This is an optimization exercise on Yosys and OpenROAD, whose aim is small area, a short achievable clock period and few clock cycles, not a production implementation.
At most, simulation tests tie the RTL to the original design; equivalence was not proved.
Only the layout flow was run in run 1; the RTL was not checked for function there.
Power is estimated from default activity; no workload was simulated.

==> flow/design.v, too long to show whole: its modules and the start of the top module <==
// module frb_tot_hi: 700 lines
// module frb_tot_lo: 323 lines
// module frb_tot_code: 5 lines
// module frb_coder: 176 lines
module frb_coder (
    input  wire        clk,
    input  wire        rst,
    input  wire        cmd_valid,
    output wire        cmd_ready,
    input  wire        cmd_mode,       
    input  wire [12:0] cmd_nwords,     
    input  wire        in_valid,
    output wire        in_ready,
    input  wire [63:0] in_data,
    output wire        out_valid,
    input  wire        out_ready,
    output wire [63:0] out_data,
    output wire        out_last
);
  // ...
==> flow/flow/run.sh <==
#!/bin/bash
# Layout flow: the standard synthesis, then its combinational logic mapped
# again by ABC with a stronger script (flip-flops, their names and cells kept),
# then the standard layout from floorplan to finish.
set -euo pipefail
W=$(pwd)
R=$W/orfs/results/$FLOW_PLATFORM/frb_coder/base
YOSYS=$FLOW_HOME/../tools/install/yosys/bin/yosys
LIB=$FLOW_HOME/platforms/$FLOW_PLATFORM/lib/sky130_fd_sc_hd__tt_025C_1v80.lib

bash standard.sh synth > $W/std_synth.log 2>&1
cp $R/1_2_yosys.v $W/std_1_2_yosys.v
if IN=$W/std_1_2_yosys.v OUT=$W/resyn.v LIB=$LIB SCRIPT=$W/flow/resyn.abc \
   $YOSYS -c $W/flow/resyn.tcl > $W/resyn.log 2>&1; then
  cp $W/resyn.v $R/1_2_yosys.v
  rm -f $R/1_synth.odb $R/1_synth.sdc
else
  echo "resynthesis failed, keeping the standard netlist" >> $W/resyn.log
fi
bash standard.sh BUFFER_PORTS_ARGS="-buffer_cell sky130_fd_sc_hd__buf_2" SETUP_SLACK_MARGIN=34.8 finish > $W/std_finish.log 2>&1
==> flow/flow/resyn.abc <==
strash
dc2
balance
rewrite
refactor
balance
rewrite
rewrite -z
balance
refactor -z
rewrite -z
balance
dc2
dch -f
map -D 6000
topo
buffer -c -N 12
upsize -c -D 6000
dnsize -c -D 6000
==> flow/flow/resyn.tcl <==
# Maps the combinational logic of the standard synthesis's netlist again with
# ABC (flip-flop and tie cell instances kept as they are).
# Environment: IN (netlist), OUT, LIB (liberty), SCRIPT (ABC script).
set lib $::env(LIB)
set dont_use {}
set fh [open $lib r]
foreach line [split [read $fh] "\n"] {
  if {[regexp {^\s*cell\s*\(\s*"?([A-Za-z0-9_]+)"?\s*\)} $line -> name]} {
    if {[string match *lpflow* $name] || [string match *probe* $name]} {
      lappend dont_use -dont_use $name
    }
  }
}
close $fh
yosys read_liberty -ignore_miss_func $lib
yosys read_verilog -defer $::env(IN)
yosys hierarchy -top frb_coder
yosys setattr -mod -set keep_hierarchy 1 sky130_fd_sc_hd__df* sky130_fd_sc_hd__edf* sky130_fd_sc_hd__sdf* sky130_fd_sc_hd__conb_1
yosys flatten
yosys opt_clean -purge frb_coder
yosys abc -liberty $lib {*}$dont_use -script $::env(SCRIPT) frb_coder
yosys opt_clean -purge frb_coder
yosys insbuf -buf sky130_fd_sc_hd__buf_4 A X
yosys check
yosys tee -o $::env(OUT).stat stat -liberty $lib
yosys blackbox sky130_fd_sc_hd__*
yosys write_verilog -noattr -nohex -nodec $::env(OUT)
==> flow/standard.sh <==
#!/bin/bash
# synth_recipe.tcl (not shown) runs the flow's synth.tcl, then flattens the netlist and writes it again
# the make line also repeats each setting of config.mk as NAME=value (left out here)
make -C /OpenROAD-flow-scripts/flow DESIGN_CONFIG=/design/flow/config.mk WORK_HOME=/design/flow/orfs CLKGATE_MAP_FILE= SYNTH_SCRIPT=/design/flow/synth_recipe.tcl "${@:-finish}"
==> flow/config.mk <==
export PLATFORM = sky130hd
export DESIGN_NAME = frb_coder
export DESIGN_NICKNAME = frb_coder
export VERILOG_FILES = /design/flow/design.v
export SDC_FILE = /design/flow/constraint.sdc
export NUM_CORES = 4
export LEC_CHECK = 0
export CAP_MARGIN = 10
export CORE_MARGIN = 2
export CORE_UTILIZATION = 60
export GPL_TIMING_DRIVEN = 0
export SLEW_MARGIN = 10
export SYNTH_MEMORY_MAX_BITS = 65536
==> flow/constraint.sdc <==
create_clock -name core_clock -period 45.0 [get_ports {clk}]
set_input_delay 9.0000 -clock core_clock [delete_from_list [all_inputs] [get_ports {clk}]]
set_output_delay 9.0000 -clock core_clock [all_outputs]
set_load 0.01 [all_outputs]
==> metrics.yaml, run 1 <==
place:
  dp_cells: 4503
  gp_congestion: 1.69
  pre_cts_ws_ps: 34190
  numPortBuffers: 150
  dpl.hpwl_mm: 95.0
  place_area_mm2: 0.0286
clock_network:
  hold_buffers: 0
  cts_setup_buffers: 6
  h-tree-depth: 2
  cts_buffers: 37
  post_cts_resized: 7
  root_buffer: "clkbuf_16"
  clk_path_buf_depth: 3
status:
  tool.error: "[ERROR GRT-0116] Global routing finished with congestion. Check the congestion regions in the DRC Viewer."
  status: "did not finish"
  lastStage: "5_1_grt"
logic_synthesis:
  yosys_warnings: 1
  netlist_area_mm2: 0.0267
  synthCells: 3743
  synth_nets: 3826
  avgSynthCellArea_um2: 7.13
global_routing:
  grt_pass1_vias: 37200
  grt_pass1_wl_mm: 264
  grt.busiest_layer: "met2"
  use_met2: 0.890
  gr-usage-met3: 0.692
  grt_max_degree: 68
  grt_overflow: 420
  track_usage: 0.779
  grt.met1_usage: 0.833
floorplan:
  die_y_um: 215
  row_count: 77
  ios: 151
  initial_core_util: 0.606
  die_x_um: 215
==> module frb_coder, before the edit <==
module frb_coder (
    input  wire        clk,
    input  wire        rst,
    input  wire        cmd_valid,
    output wire        cmd_ready,
    input  wire        cmd_mode,       
    input  wire [12:0] cmd_nwords,     
    input  wire        in_valid,
    output wire        in_ready,
    input  wire [63:0] in_data,
    output wire        out_valid,
    input  wire        out_ready,
    output wire [63:0] out_data,
    output wire        out_last
);
  reg         mode40;
  reg  [12:0] nwords;
  reg  [12:0] acnt;         
  reg         wl;           
  reg         in_rdy, cmd_rdy;
  reg         d_v, d_chan, d_m40, d_hdr, d_last;
  reg  [59:0] d_d;          
  reg         c_v, c_m40, c_hdr, c_last, c_ehit;
  reg  [47:0] c_code;       
  reg  [15:0] c_tot;
  reg  [6:0]  c_chi;        
  reg  [2:0]  po;           
  reg  [55:0] pa;           
  reg         fl;           
  reg         o_v, o_l, o2_v, o2_l;
  reg  [63:0] o_w, o2_w;
  wire [2:0] c_w8   = c_m40 ? 3'd5 : 3'd6;
  wire [3:0] po_sum = {1'b0, po} + {1'b0, c_w8};
  wire       c_cmp  = po_sum[3];                  
  wire       c_need = c_hdr | c_cmp;              
  wire       c_go   = c_v & ~fl & (~c_need | ~o2_v);
  wire       f_go   = fl & ~o2_v;
  wire       push   = f_go | (c_go & c_need);
  wire [9:0]  tot_c;
  frb_tot_lo u_tot_lo (.tot(c_tot), .chi(c_chi), .code(tot_c));
  wire [9:0]  tc     = c_ehit ? tot_c : 10'd0;
  wire [47:0] c_full = c_code | (c_m40 ? {24'd0, tc, 14'd0} : {31'd0, tc, 7'd0});
  wire [63:0]  c64 = {c_full, 16'd0};
  wire [127:0] c2  = {c64, c64} >> {po, 3'd0};
  wire [63:0]  rot = c2[63:0];
  wire [63:0]  msk = ~(64'hFFFF_FFFF_FFFF_FFFF >> {po, 3'd0});
  wire [63:0]  pa64 = {pa, 8'd0};
  wire [6:0]  blk    = acnt[12:6];
  wire [6:0]  bcount = (nwords[12:6] != blk) ? 7'd64 : {1'b0, nwords[5:0]};
  wire [63:0] header = {(c_m40 ? 2'b10 : 2'b01), bcount, blk, blk, 6'd0, 35'd0};
  wire [63:0] nw   = fl    ? pa64
                   : c_hdr ? header
                   :         (pa64 | (rot & ~msk));
  wire        nw_l = fl | (c_last & (po_sum[2:0] == 3'd0));
  wire [2:0]  po_n = c_go ? (c_hdr ? c_w8 : po_sum[2:0]) : f_go ? 3'd0 : po;
  wire        fl_n = c_go ? (c_last & (po_sum[2:0] != 3'd0)) : f_go ? 1'b0 : fl;
  wire [15:0] ctx   = d_d[59:44];
  wire [11:0] hits  = d_d[11:0];
  wire [29:0] t30   = d_d[53:24];
  wire [15:0] d_tot = d_d[23:8];
  wire [5:0]  d_fc  = {d_d[6], d_d[4:0]};
  wire [6:0] d_chi;
  frb_tot_hi u_tot_hi (.tot(d_tot), .chi(d_chi));
  wire [47:0] code48 = d_chan ? {1'b1, ctx, hits, 19'd0}
                              : {1'b0, t30, 10'd0, d_fc, 1'b0};
  wire [47:0] code40 = d_chan ? {1'b1, ctx, hits, 11'd0, 8'd0}
                              : {1'b0, t30[24:2], 10'd0, d_fc, 8'd0};
  wire c_free = ~c_v | c_go;
  wire d_go   = d_v & c_free;
  wire d_free = ~d_v | d_go;                
  assign in_ready  = in_rdy;
  assign cmd_ready = cmd_rdy;
  wire   in_fire   = in_valid & in_rdy;
  wire   cmd_fire  = cmd_valid & cmd_rdy;
  wire [12:0] acnt_n = acnt + 13'd1;
  wire        a_last = (acnt_n == nwords);    
  assign out_valid = o_v;
  assign out_data  = o_w;
  assign out_last  = o_l;
  wire   o_take    = out_ready;
  wire d_hdr_n = d_free ? (acnt[5:0] == 6'd0) : d_hdr;
  wire c_v_n   = c_free ? d_v : c_v;
  wire c_hdr_n = c_free ? d_hdr : c_hdr;
  wire c_m40_n = c_free ? d_m40 : c_m40;
  wire [3:0] po_sum_n = {1'b0, po_n} + (c_m40_n ? 4'd5 : 4'd6);
  wire c_need_n = c_hdr_n | po_sum_n[3];
  wire d_v_keep = d_v & ~d_go;
  function [1:0] rdy_n;     
    input iv, cv, orr;
    reg ifire, cfire, dv, o2v, wln, cgo;
    begin
      ifire = iv & in_rdy;
      cfire = cv & cmd_rdy;
      dv    = ifire | d_v_keep;
      o2v   = ~orr & (o2_v | push);
      wln   = cfire | (wl & ~(ifire & a_last));
      cgo   = c_v_n & ~fl_n & (~c_need_n | ~o2v);
      rdy_n = {wln & (~dv | ~c_v_n | cgo),
               ~wln & ~(dv & d_hdr_n) & ~(c_v_n & c_hdr_n)};
    end
  endfunction
  wire [1:0] r000 = rdy_n(1'b0, 1'b0, 1'b0);
  wire [1:0] r001 = rdy_n(1'b0, 1'b0, 1'b1);
  wire [1:0] r010 = rdy_n(1'b0, 1'b1, 1'b0);
  wire [1:0] r011 = rdy_n(1'b0, 1'b1, 1'b1);
  wire [1:0] r100 = rdy_n(1'b1, 1'b0, 1'b0);
  wire [1:0] r101 = rdy_n(1'b1, 1'b0, 1'b1);
  wire [1:0] r110 = rdy_n(1'b1, 1'b1, 1'b0);
  wire [1:0] r111 = rdy_n(1'b1, 1'b1, 1'b1);
  wire [1:0] r_n  = in_valid ? (cmd_valid ? (out_ready ? r111 : r110) : (out_ready ? r101 : r100))
                             : (cmd_valid ? (out_ready ? r011 : r010) : (out_ready ? r001 : r000));
  wire in_rdy_n  = r_n[1];
  wire cmd_rdy_n = r_n[0];
  wire d_v_n     = in_fire | d_v_keep;
  wire o2_v_n    = ~o_take & (o2_v | push);
  wire wl_n      = cmd_fire | (wl & ~(in_fire & a_last));
  always @(posedge clk) begin
    if (d_free) begin
      d_chan <= (in_data[63:60] == 4'h8);
      d_m40  <= mode40;
      d_hdr  <= (acnt[5:0] == 6'd0);
      d_last <= a_last;
      d_d    <= in_data[59:0];
    end
    if (c_free) begin
      c_m40  <= d_m40;
      c_hdr  <= d_hdr;
      c_last <= d_last;
      c_ehit <= ~d_chan;
      c_code <= d_m40 ? code40 : code48;
      c_tot  <= d_tot;
      c_chi  <= d_chi;
    end
    if (c_go)
      pa <= c_hdr ? c64[63:8] : c_cmp ? (rot[63:8] & msk[63:8]) : (pa | rot[63:8]);
    if (push) begin
      o2_w <= nw;
      o2_l <= nw_l;
    end
    if (o_take) begin
      o_w <= o2_v ? o2_w : nw;
      o_l <= o2_v ? o2_l : nw_l;
    end
    if (rst) begin
      mode40  <= 1'b0;
      nwords  <= 13'd0;
      acnt    <= 13'd0;
      wl      <= 1'b0;
      in_rdy  <= 1'b0;
      cmd_rdy <= 1'b1;
      d_v     <= 1'b0;
      c_v     <= 1'b0;
      po      <= 3'd0;
      fl      <= 1'b0;
      o_v     <= 1'b0;
      o2_v    <= 1'b0;
    end else begin
      if (cmd_fire) begin
        mode40 <= cmd_mode;
        nwords <= cmd_nwords;
        acnt   <= 13'd0;
      end else if (in_fire) begin
        acnt   <= acnt_n;
      end
      wl      <= wl_n;
      in_rdy  <= in_rdy_n;
      cmd_rdy <= cmd_rdy_n;
      d_v     <= d_v_n;
      c_v     <= c_v_n;
      po      <= po_n;
      fl      <= fl_n;
      o_v     <= o_take ? (o2_v | push) : o_v;
      o2_v    <= o2_v_n;
    end
  end
endmodule
==> inputs of run 2 (changes only) <==
--- a/flow/design.v
+++ b/flow/design.v
@@ -1043,7 +1043,8 @@
 );
   reg         mode40;
   reg  [12:0] nwords;
-  reg  [12:0] acnt;         
+  reg  [12:0] acnt_q;       
+  reg         if_d, cf_d;   
   reg         wl;           
   reg         in_rdy, cmd_rdy;
   reg         d_v, d_chan, d_m40, d_hdr, d_last;
@@ -1073,6 +1074,7 @@
   wire [63:0]  rot = c2[63:0];
   wire [63:0]  msk = ~(64'hFFFF_FFFF_FFFF_FFFF >> {po, 3'd0});
   wire [63:0]  pa64 = {pa, 8'd0};
+  wire [12:0] acnt = cf_d ? 13'd0 : acnt_q + {12'd0, if_d};
   wire [6:0]  blk    = acnt[12:6];
   wire [6:0]  bcount = (nwords[12:6] != blk) ? 7'd64 : {1'b0, nwords[5:0]};
   wire [63:0] header = {(c_m40 ? 2'b10 : 2'b01), bcount, blk, blk, 6'd0, 35'd0};
@@ -1100,7 +1102,7 @@
   assign cmd_ready = cmd_rdy;
   wire   in_fire   = in_valid & in_rdy;
   wire   cmd_fire  = cmd_valid & cmd_rdy;
-  wire [12:0] acnt_n = acnt + 13'd1;
+  wire [12:0] acnt_n = cf_d ? 13'd1 : (acnt_q + (if_d ? 13'd2 : 13'd1));
   wire        a_last = (acnt_n == nwords);    
   assign out_valid = o_v;
   assign out_data  = o_w;
@@ -1170,9 +1172,10 @@
       o_l <= o2_v ? o2_l : nw_l;
     end
     if (rst) begin
-      mode40  <= 1'b0;
       nwords  <= 13'd0;
-      acnt    <= 13'd0;
+      acnt_q  <= 13'd0;
+      if_d    <= 1'b0;
+      cf_d    <= 1'b0;
       wl      <= 1'b0;
       in_rdy  <= 1'b0;
       cmd_rdy <= 1'b1;
@@ -1183,13 +1186,13 @@
       o_v     <= 1'b0;
       o2_v    <= 1'b0;
     end else begin
-      if (cmd_fire) begin
+      if (cmd_rdy) begin
         mode40 <= cmd_mode;
         nwords <= cmd_nwords;
-        acnt   <= 13'd0;
-      end else if (in_fire) begin
-        acnt   <= acnt_n;
       end
+      acnt_q  <= acnt;
+      if_d    <= in_fire;
+      cf_d    <= cmd_fire;
       wl      <= wl_n;
       in_rdy  <= in_rdy_n;
       cmd_rdy <= cmd_rdy_n;
--- a/flow/config.mk
+++ b/flow/config.mk
@@ -8,6 +8,8 @@
 export CAP_MARGIN = 10
 export CORE_MARGIN = 2
 export CORE_UTILIZATION = 60
+export CTS_CLUSTER_DIAMETER = 100
+export CTS_CLUSTER_SIZE = 20
 export GPL_TIMING_DRIVEN = 0
 export SLEW_MARGIN = 10
 export SYNTH_MEMORY_MAX_BITS = 65536
==> run 2 against run 1 <==
  * The flow again stops in 5_1_grt
  * Synthesized cell count is 0.27% lower
  * Synthesized area about the same
==> metrics.yaml, run 2 <==
status:
  status: "did not finish"
  lastStage: "5_1_grt"
  tool.error: "[ERROR GRT-0116] Global routing finished with congestion. Check the congestion regions in the DRC Viewer."
place:
  gp_congestion: 1.66  # -1.4%
  numPortBuffers: 150  # unchanged
  dpl.hpwl_mm: 95.4  # +0.43%
  place_area_mm2: 0.0286  # +0.21%
clock_network:
  cts_buffers: 22  # -41%
  root_buffer: "clkbuf_16"
  h-tree-depth: 1  # -1
  clk_path_buf_depth: 3  # unchanged
  hold_buffers: 0  # unchanged
global_routing:
  track_usage: 0.769
  grt_max_degree: 70
  grt_pass1_wl_mm: 259
  grt_overflow: 368
  grt_pass1_vias: 36100
logic_synthesis:
  yosys_warnings: 1  # unchanged
  netlist_area_mm2: 0.0267  # about the same
  synth_nets: 3816  # -0.26%
  avgSynthCellArea_um2: 7.15  # +0.33%
  synthCells: 3733  # -0.27%
floorplan:
  die_x_um: 215  # about the same
  ios: 151  # unchanged
  initial_core_util: 0.606  # about the same
  row_count: 77  # unchanged
  die_y_um: 215  # about the same
run 2: power groups by stage:
| stage | clock (mW) | sequential, mW | combinational, mW |
|---|---|---|---|
| floorplan | 0 | 0.421 | 0.561 |
| global placement | 0 | 0.438 | 0.927 |
| detailed placement | 0 | 0.429 | 0.940 |
| CTS | 0.207 | 0.415 | 0.957 |
run 2: metal layers:
metal	overflow	track usage
met5	11	0.464
met3	80	0.669
met2	123	0.878
met1	64	0.822
met4	90	0.631
run 2: what timing repair did:
action	CTS
resized for setup	7
setup endpoints to repair	28
setup buffers	6
run 2: worst min-delay path by stage:
stage            from  cells after the start      to  slack (ps)
4_1_cts        mode40                      0   d_m40         420
3_5_place_dp   mode40                      0   d_m40         400
3_3_place_gp   d_last                      0  c_last         400
2_1_floorplan  d_last                      0  c_last         400
run 2: per-stage QoR:
step / cells / utilization / setup WS (ps)
CTS: 4536 / 0.666 / 34760
detailed placement: 4491 / 0.650 / 34130
global placement: 4475 / 0.640 / 33010
floorplan: 3733 / - / 35300
Testbench counts of run 2, summed over its fixed seeds: cycles 62,280.
